What follows belongs to an exercise in optimizing a design on an open flow for small area and a short achievable clock period; a production flow would make more cautious choices.
Where RTL was checked, it was by simulation tests only, not by an equivalence proof against the original.

==> inputs of run B <==
Design lc8b10b_slot, start of the top module:
module lc8b10b_slot (
    input  wire         clk,
    input  wire         rst,         
    input  wire         in_valid,
    input  wire         in_entry,    
    input  wire [159:0] in_sym,
    output wire         out_valid,
    output reg  [159:0] out_sym,     
    output reg  [127:0] out_data,    
    output reg  [15:0]  out_k,       
    output reg  [15:0]  out_err      
);
  reg [159:0] r_sym;
  reg [15:0]  r_err, r_okn, r_dfl;
  reg         r_valid;
  reg         st_n, st_p, st_t;
  assign out_valid = r_valid;
  wire [15:0]  okn, okp, gn, gp, dfl;    
  wire [127:0] byt;                 
  wire [15:0]  kk, a6, mfj, mgh;
  genvar g;
  generate
    for (g = 0; g < 16; g = g + 1) begin : sym
      lc_rx_sym rx (.w(in_sym[10*g +: 10]), .okn(okn[g]), .okp(okp[g]), .gn(gn[g]), .gp(gp[g]),
                    .dfl(dfl[g]));
      lc_tx_sym tx (.w(r_sym[10*g +: 10]), .byt(byt[8*g +: 8]), .kk(kk[g]),
                    .a6(a6[g]), .mfj(mfj[g]), .mgh(mgh[g]));
    end
  endgenerate
  reg [15:0] gn2, gp2, qn, qp, ft, qt;    
  reg [15:0] pn, pp;                      
  reg [15:0] bad;
  reg        sn, sp, t0;
  reg [9:0]  w, msk;
  reg        nw;
  reg [159:0] sym_n;
  integer    i, l, m;
  always @* begin
    gn2 = gn;
    gp2 = gp;
    for (l = 0; l < 4; l = l + 1) begin
      qn = gn2;
      qp = gp2;
  ...
==> module lc8b10b_slot, before the edit <==
module lc8b10b_slot (
    input  wire         clk,
    input  wire         rst,         
    input  wire         in_valid,
    input  wire         in_entry,    
    input  wire [159:0] in_sym,
    output wire         out_valid,
    output reg  [159:0] out_sym,     
    output reg  [127:0] out_data,    
    output reg  [15:0]  out_k,       
    output reg  [15:0]  out_err      
);
  reg [159:0] r_sym;
  reg [15:0]  r_err, r_okn, r_dfl;
  reg         r_valid;
  reg         st_n, st_p, st_t;
  assign out_valid = r_valid;
  wire [15:0]  okn, okp, gn, gp, dfl;    
  wire [127:0] byt;                 
  wire [15:0]  kk, a6, mfj, mgh;
  genvar g;
  generate
    for (g = 0; g < 16; g = g + 1) begin : sym
      lc_rx_sym rx (.w(in_sym[10*g +: 10]), .okn(okn[g]), .okp(okp[g]), .gn(gn[g]), .gp(gp[g]),
                    .dfl(dfl[g]));
      lc_tx_sym tx (.w(r_sym[10*g +: 10]), .byt(byt[8*g +: 8]), .kk(kk[g]),
                    .a6(a6[g]), .mfj(mfj[g]), .mgh(mgh[g]));
    end
  endgenerate
  reg [15:0] gn2, gp2, qn, qp, ft, qt;    
  reg [15:0] pn, pp;                      
  reg [15:0] bad;
  reg        sn, sp, t0;
  reg [9:0]  w, msk;
  reg        nw;
  reg [159:0] sym_n;
  integer    i, l, m;
  always @* begin
    gn2 = gn;
    gp2 = gp;
    for (l = 0; l < 4; l = l + 1) begin
      qn = gn2;
      qp = gp2;
      for (i = 0; i < 16; i = i + 1)
        if ((i >> l) & 1) begin
          m = ((i >> l) << l) - 1;
          gn2[i] = qn[i] | (~qp[i] & qn[m]);
          gp2[i] = qp[i] | (~qn[i] & qp[m]);
        end
    end
    sn = st_n & ~in_entry;
    sp = st_p & ~in_entry;
    pn = {gn2[14:0] | (~gp2[14:0] & {15{sn}}), sn};
    pp = {gp2[14:0] | (~gn2[14:0] & {15{sp}}), sp};
    for (i = 0; i < 16; i = i + 1) begin
      bad[i] = ~((~pp[i] & okn[i]) | (~pn[i] & okp[i]));
      sym_n[10*i +: 10] = bad[i] ? 10'b0001011110 : in_sym[10*i +: 10];
    end
  end
  always @* begin
    ft = r_dfl;
    for (l = 0; l < 4; l = l + 1) begin
      qt = ft;
      for (i = 0; i < 16; i = i + 1)
        if ((i >> l) & 1) begin
          m = ((i >> l) << l) - 1;
          ft[i] = qt[i] ^ qt[m];
        end
    end
    t0 = st_t;
    for (i = 0; i < 16; i = i + 1) begin
      out_err[i] = r_err[i];
      out_k[i]   = kk[i];
      out_data[8*i +: 8] = byt[8*i +: 8];
      w   = r_sym[10*i +: 10];
      msk = {mfj[i], mgh[i], mgh[i], mfj[i], {6{a6[i]}}};
      if (i == 0)
        nw = ~(t0 ^ r_okn[i]);
      else
        nw = ~(ft[i-1] ^ (t0 ^ r_okn[i]));
      out_sym[10*i +: 10] = w ^ (msk & {10{nw}});
    end
  end
  always @(posedge clk) begin
    r_sym   <= sym_n;
    r_err   <= bad;
    r_okn   <= okn | bad;
    r_dfl   <= dfl & ~bad;    
    if (rst) begin
      r_valid <= 1'b0;
      st_n    <= 1'b0;
      st_p    <= 1'b0;
      st_t    <= 1'b0;
    end else begin
      r_valid <= in_valid;
      if (in_valid) begin
        st_n <= gn2[15] | (~gp2[15] & sn);
        st_p <= gp2[15] | (~gn2[15] & sp);
      end
      if (in_valid & in_entry)
        st_t <= 1'b0;
      else if (r_valid)
        st_t <= t0 ^ ft[15];
    end
  end
endmodule
export LEC_CHECK = 0
export CAP_MARGIN = 20
export CORE_MARGIN = 2
export CORE_UTILIZATION = 40
export CTS_BUF_LIST = sky130_fd_sc_hd__clkbuf_4
export CTS_CLUSTER_SIZE = 20
export SLEW_MARGIN = 20
create_clock -name core_clock -period 175.0 [get_ports {clk}]
standard.sh (not shown) runs the stock make flow with config.mk's settings and CLKGATE_MAP_FILE= SYNTH_SCRIPT=/design/flow/synth_recipe.tcl, a recipe that flattens the netlist after the stock synthesis.
==> flow/flow/run.sh <==
#!/bin/bash
# The standard layout (standard.sh), with three changes to how it is made:
# - synthesis maps with ABC's &nf mapper (flow/abc_map.script) instead of
#   ORFS's script, through flow/synth.tcl, which is synth_recipe.tcl with only
#   the ABC script swapped;
# - no full/half-adder extraction before ABC (ADDER_MAP_FILE empty);
# - ports are buffered with sky130_fd_sc_hd__buf_1.
# Each tool's output goes to the ORFS logs under orfs/logs; make's own output
# to flow_make.log here.
set -euo pipefail
W=$(pwd)
export FLOW_ABC_SCRIPT=$W/flow/abc_map.script
bash standard.sh "SYNTH_SCRIPT=$W/flow/synth.tcl" "ADDER_MAP_FILE=" \
  "BUFFER_PORTS_ARGS=-buffer_cell sky130_fd_sc_hd__buf_1" SETUP_SLACK_MARGIN=136 finish > flow_make.log 2>&1
test -s out/final.def
==> flow/flow/abc_map.script <==
strash; &get -n; &nf -R 1000; &put; topo; stime -c
==> flow/flow/synth.tcl <==
# The standard flow's synthesis script (synth_recipe.tcl) with ABC's mapping script replaced
# by the one named in FLOW_ABC_SCRIPT.
proc synth {args} { yosys synth -nofsm -noshare {*}$args }
proc abc {args} {
  set i [lsearch -exact $args -script]
  if { $i >= 0 } { lset args [expr {$i + 1}] $::env(FLOW_ABC_SCRIPT) }
  yosys abc {*}$args
}
source $::env(SCRIPTS_DIR)/synth.tcl
# left out here: clear keep_hierarchy, flatten, clean up, hide names made inside functions, write 1_2_yosys.v
==> run G (differences from run B) <==
--- a/flow/design.v
+++ b/flow/design.v
@@ -12,7 +12,7 @@
 );
   reg [159:0] r_sym;
   reg [15:0]  r_err, r_okn, r_dfl;
-  reg         r_valid;
+  reg         r_valid, r_entry;
   reg         st_n, st_p, st_t;
   assign out_valid = r_valid;
   wire [15:0]  okn, okp, gn, gp, dfl;    
@@ -67,7 +67,7 @@
           ft[i] = qt[i] ^ qt[m];
         end
     end
-    t0 = st_t;
+    t0 = st_t & ~r_entry;
     for (i = 0; i < 16; i = i + 1) begin
       out_err[i] = r_err[i];
       out_k[i]   = kk[i];
@@ -83,6 +83,7 @@
   end
   always @(posedge clk) begin
     r_sym   <= sym_n;
+    r_entry <= in_entry;
     r_err   <= bad;
     r_okn   <= okn | bad;
     r_dfl   <= dfl & ~bad;    
@@ -97,9 +98,7 @@
         st_n <= gn2[15] | (~gp2[15] & sn);
         st_p <= gp2[15] | (~gn2[15] & sp);
       end
-      if (in_valid & in_entry)
-        st_t <= 1'b0;
-      else if (r_valid)
+      if (r_valid)
         st_t <= t0 ^ ft[15];
     end
   end
--- a/flow/flow/run.sh
+++ b/flow/flow/run.sh
@@ -11,5 +11,5 @@
 W=$(pwd)
 export FLOW_ABC_SCRIPT=$W/flow/abc_map.script
 bash standard.sh "SYNTH_SCRIPT=$W/flow/synth.tcl" "ADDER_MAP_FILE=" \
-  "BUFFER_PORTS_ARGS=-buffer_cell sky130_fd_sc_hd__buf_1" SETUP_SLACK_MARGIN=136 finish > flow_make.log 2>&1
+  "BUFFER_PORTS_ARGS=-buffer_cell sky130_fd_sc_hd__buf_1" finish > flow_make.log 2>&1
 test -s out/final.def
--- a/flow/config.mk
+++ b/flow/config.mk
@@ -8,6 +8,4 @@
 export CAP_MARGIN = 20
 export CORE_MARGIN = 2
 export CORE_UTILIZATION = 40
-export CTS_BUF_LIST = sky130_fd_sc_hd__clkbuf_4
-export CTS_CLUSTER_SIZE = 20
 export SLEW_MARGIN = 20
==> run summary <==
	run G	run B
Setup crit end kind	register	primary output
Final routed wirelength across all metal layers	67.9 mm	68.8 mm
Resized Gates After CTS	0	6
Final standard cell count with taps included and fillers excluded	4,071	4,159
Termination of the worst setup path	r_sym[132]$_SDFF_PN1_	out_sym[157]
Post-route cell area	23,400 um2	23,200 um2
Start point of the critical path	in_sym[4]	r_dfl[0]$_DFF_P_
Multi-input logic cell count	2,568	2,592
Met2 track demand over resource	41.7%	41.6%
Ratio of cells with drive above 1 in the final layout	1.74%	3.02%
Result of the run	complete, no violations	complete, no violations
Area after detailed placement	22,400 um2	22,400 um2
Horizontal die dimension	226 um	227 um
Top-area cell type share of the netlist area	21.5%	21.4%
No functional check of the RTL was part of run B.

==> static timing again, ports no longer ideal <==
No port has a modelled driver above. Below, the same layouts with a new extraction and two added sets of constraints. Step 1 sets driving cells, clkbuf_16 on the clock port and buf_2 on the other inputs (assumed; they add their load-dependent delay and slew). Step 2 also shifts input and output timing later by t, the mid clock arrival at the registers, as if the neighbouring blocks saw the same clock. a / b / c = ideal ports / drivers / drivers and shift; a / b = the first two.
| run | t, ns | setup WS [ns] | slew at the worst register clock pin (ns) |
|---|---|---|---|
| run B | 0.816 | 136.278 / 136.227 / 135.576 | 0.07 / 0.07 |
| run G | 0.606 | 135.151 / 135.183 / 134.577 | 0.06 / 0.06 |
After both steps setup and hold are still met in every run listed. For run B, which loses most, drivers alone change the setup slack by -0.051 ns; drivers and shift together by -0.702 ns.
